What follows belongs to an exercise in optimizing a design on an open flow for small area, a short achievable clock period and few clock cycles; a production flow would make more cautious choices. Function was checked by simulation only, so behaviour that the tests miss may differ from the original. Power is estimated from default activity; no workload was simulated.

## old
Design par_core, start of the top module:
module par_core (
    input  wire         clk,
    input  wire         rst,
    input  wire         cmd_valid,
    output wire         cmd_ready,
    input  wire [7:0]   cmd_op,
    input  wire [7:0]   cmd_k,
    input  wire [7:0]   cmd_e1,
    input  wire [7:0]   cmd_e2,
    input  wire [15:0]  cmd_ncols,
    input  wire         in_valid,
    output wire         in_ready,
    input  wire [63:0] in_data,
    output wire         out_valid,
    input  wire         out_ready,
    output wire [63:0] out_data,
    output wire         done,
    output wire [1:0]   done_status,
    output wire [1:0]   done_result
);
    localparam SRC_S0 = 2'd0;
    localparam SRC_S1 = 2'd1;
    localparam SRC_X  = 2'd2;    
    function [7:0] gf2;          
        input [7:0] x;
        begin
            gf2 = {x[6:0], 1'b0} ^ (x[7] ? 8'h1d : 8'h00);
        end
    endfunction
    reg         jv;           
    reg         jd;           
    reg         crdy;
    reg [1:0]   a_op;
    reg [4:0]   a_k, a_e1, a_e2;
    reg         j_opbad, j_kbad, j_ncbad, j_e1ff, j_e2ff, j_e1hi, j_e2hi;
    reg [12:0]  j_nc;         
    assign cmd_ready = crdy;
    always @(posedge clk) begin
        if (!jv) begin
            a_op    <= cmd_op[1:0];
            a_k     <= cmd_k[4:0];
            a_e1    <= cmd_e1[4:0];
            a_e2    <= cmd_e2[4:0];
            j_opbad <= (cmd_op > 8'd3);
            j_kbad  <= (cmd_k == 8'd0) || (cmd_k > 8'd30);
  ...
clock: 10.0 ns
lec_check: 0
cap_margin: 20
core_margin: 2
core_utilization: 50
place_density: 0.7
slew_margin: 20
run.sh (not shown) runs the stock make flow with config.mk's settings and CLKGATE_MAP_FILE= SYNTH_SCRIPT=/design/flow/synth_recipe.tcl, a recipe that flattens the netlist after the stock synthesis.
Testbench counts of old, summed over its fixed seeds: cycles 116,849.
--- input diff old..new ---
- changing PLACE_DENSITY from 0.7 to 0.5
- changing CORE_UTILIZATION from 50 to 30
### Flow results
Largest vdd supply drop (higher): old
Between old and new, final critical-path required period is higher for new, old comes in under that.
Reported for old and new, count of instances resized after the clock tree is built turned out identical to the last digit.
Final total power was higher in the run labelled new.
Relative to old, worst relative slew slack has gone down in new.
Relative to old, the total vias in the final route measured on new has decreased slightly.
Cmp new vs old: clock network latency to the later pin of the worst-skew pair lower in new
Having completed the whole flow, new delivered a layout that passed the timing, DRC and antenna checks.
Diff old -> new: mean cell area of the mapped netlist closely matched the old numbers; global-route usage down 8.1 points; worst hold margin went down; global-route wire length before repair increased about 11%.

* * *

## Q
par_core, a different RTL version from the one above (not shown whole).
For scale: about 3,800 cells after synthesis, roughly 510 flip-flops, about 190 I/O pins, ~34,000 um^2 of cells after synthesis.
Settings: LEC_CHECK=0, CAP_MARGIN=20, CORE_MARGIN=2, CORE_UTILIZATION=60, PLACE_DENSITY=0.75, SLEW_MARGIN=20; clock period 10.0 ns.
standard.sh (not shown) runs the stock make flow with config.mk's settings and CLKGATE_MAP_FILE= SYNTH_SCRIPT=/design/flow/synth_recipe.tcl, a recipe that flattens the netlist after the stock synthesis.
==> flow/flow/run.sh <==
#!/bin/bash
# The standard layout (the standard.sh, unchanged synthesis and steps),
# with plain buffers instead of the default delay cells on the ports.
export BUFFER_PORTS_ARGS="-buffer_cell sky130_fd_sc_hd__buf_1"
bash standard.sh > standard.log 2>&1
Q closes out successfully: all stages finished, all timing, DRC and antenna checks passed.
Testbench counts of Q, summed over its fixed seeds: cycles 116,731.
## Diff of input files: P against Q
- PLACE_DENSITY changed from 0.75 to 0.85
- CORE_UTILIZATION changed from 60 to 70
### Flow results
P: PASS, flow complete, no timing, DRC or antenna violations. P against Q: leakage power ~0 delta; power density normalized to cell area +1.6 nW/um^2; critical path depth -1. The number of well taps in Q is 1.2 times that in P. Max worst path buffer plus inverter count across Q and P: Q. As far as register share of the cell area is concerned, Q and P perform about the same. Between P and Q, it is P whose minimum setup slack in the final design is higher, by 56 ps. P ends up with lower area growth from synthesis to final layout than Q does. Cells: P has fewer instances than Q. Sort Q and P by total power, descending, and P comes first. P vs. Q: overall die area went down by 8200 um^2.

* * *

## the previous run
par_core, a different RTL version from the one above (not shown whole).
Size in the first run: roughly 4100 cells after synthesis, roughly 190 I/O pins, about 0.033 mm2 of cells after synthesis.
export LEC_CHECK = 0
export ABC_AREA = 1
export CAP_MARGIN = 20
export CORE_MARGIN = 2
export CORE_UTILIZATION = 70
export CTS_BUF_LIST = sky130_fd_sc_hd__clkbuf_8
export CTS_CLUSTER_DIAMETER = 66
export CTS_CLUSTER_SIZE = 13
export PLACE_DENSITY = 0.85
export SLEW_MARGIN = 20
create_clock -name core_clock -period 10.0 [get_ports {clk}]
Scripts as last shown in full above: flow/flow/run.sh
Testbench counts of the previous run, summed over its fixed seeds: cycles 116,826.
Modified inputs, the current run compared to the previous run
Settings: CTS_BUF_LIST removed (was sky130_fd_sc_hd__clkbuf_8); CTS_CLUSTER_SIZE removed (was 13); CORE_UTILIZATION changed from 70 to 75; CTS_CLUSTER_DIAMETER removed (was 66).
[summary]
Lower maximum frequency from static timing analysis was reported by the current run, not the previous run.
The previous run → the current run: first-pass GRT wire length rose by 5100 um, register share of the cell area now smaller, number of non-filler instances in the completed layout ~0 delta.
Looking at insertion delay of the later-clocked pin in the worst-skew pair, the current run sits below the previous run.
Between the current run and the previous run, the number of detailed-route iterations in the first pass does not differ in any meaningful way.
Power of the clock network: the current run > the previous run
Layout-stage area growth over the synthesis result came out higher on the current run than on the previous run.
Against the previous run, the current run comes in 0.0032 mm2 lower on die area.
Comparing the previous run and the current run, the higher reg2reg setup slack is on the previous run.
Placed instance area of the current run is on par with the previous run.

* * *

Setup of run A:
par_core again, from the RTL that the note above started with.
export LEC_CHECK = 0
export CAP_MARGIN = 20
export CORE_MARGIN = 2
export CORE_UTILIZATION = 80
export PLACE_DENSITY = 0.9
export SLEW_MARGIN = 20
create_clock -name core_clock -period 10.0 [get_ports {clk}]
Scripts as last shown in full above: flow/flow/run.sh
Run A closes out successfully: all stages finished, all timing, DRC and antenna checks passed.
Testbench counts of run A, summed over its fixed seeds: cycles 116,826.
What run B does differently from run A at the input level:
- an added CTS_BUF_LIST of sky130_fd_sc_hd__clkbuf_8
- a change of CORE_UTILIZATION from 80 to 70
- a change of PLACE_DENSITY from 0.9 to 0.85
- an added CTS_CLUSTER_DIAMETER of 66
- an added CTS_CLUSTER_SIZE of 13
[summary]
What run A reported for first-iteration DRC count has to be multiplied by 0.53 to get the figure for run B. Core utilization, run A and run B, lower one = run B. Run B -> run A: buffering overhead flat. Worst supply voltage drop on vdd ends up lower on run B. Taking run A as the reference, in run B first-pass GRT wire length lower; post-route total power now smaller.
--- input diff run B..run C ---
- CTS_BUF_LIST: sky130_fd_sc_hd__clkbuf_8 -> unset
- CTS_CLUSTER_DIAMETER: 66 -> unset
- ABC_AREA: unset -> 1
- CTS_CLUSTER_SIZE: 13 -> unset
Findings:
Delta (run C minus run B): part of the cycle the worst path needs fell by 0.72 points; clock network contribution to total cell area rose by 2.8 points; switching fraction of total power rose by 12 points; combinational fraction of design power rose by 31 points; count of non-CTS buffers in the layout rose by about 2.4%.
Via-per-instance ratio (lower): run C
Group with the largest share of power: registers -> run B, combinational logic -> run C

==> re-timing with driven ports <==
How much do the figures lean on ideal ports? The routed layouts below were timed once more, with nothing changed but the port constraints. Step 1 assumes that a clkbuf_16 drives the clock port and a buf_2 every other input. Step 2 moves the port delays by t, midway between the first and last clock arrival at a register: inputs arrive t later, outputs are due t later. That takes back most of the time a late clock gives input paths. Slacks: ideal / step 1 / step 2; pairs: ideal / step 1.
| run | t, ns | setup WS [ns] | worst register clock-pin slew, ns | worst data-port slew with drivers (ns) | pins driven straight from the clock port |
|---|---|---|---|---|---|
| old | 0.688 | 6.381 / 6.314 / 5.879 | 0.07 / 0.07 | 0.06 | 1 |
| new | 0.679 | 6.306 / 6.237 / 5.854 | 0.06 / 0.06 | 0.06 | 1 |
| Q | 0.689 | 6.611 / 6.611 / 6.119 | 0.07 / 0.07 | 0.05 | 1 |
| P | 0.680 | 6.667 / 6.705 / 6.025 | 0.07 / 0.07 | 0.04 | 1 |
| the previous run | 0.734 | 6.717 / 6.662 / 6.715 | 0.10 / 0.10 | 0.05 | 1 |
| the current run | 0.690 | 6.697 / 6.635 / 6.499 | 0.07 / 0.07 | 0.05 | 1 |
| run A | 0.701 | 6.739 / 6.690 / 6.380 | 0.07 / 0.07 | 0.06 | 1 |
| run B | 0.742 | 6.754 / 6.698 / 6.487 | 0.10 / 0.10 | 0.06 | 1 |
| run C | 0.679 | 6.826 / 6.767 / 6.744 | 0.07 / 0.07 | 0.04 | 1 |
After both steps every run listed still meets setup and hold. For P, which loses most, drivers alone change the setup slack by +0.038 ns; drivers and shift together by -0.642 ns.
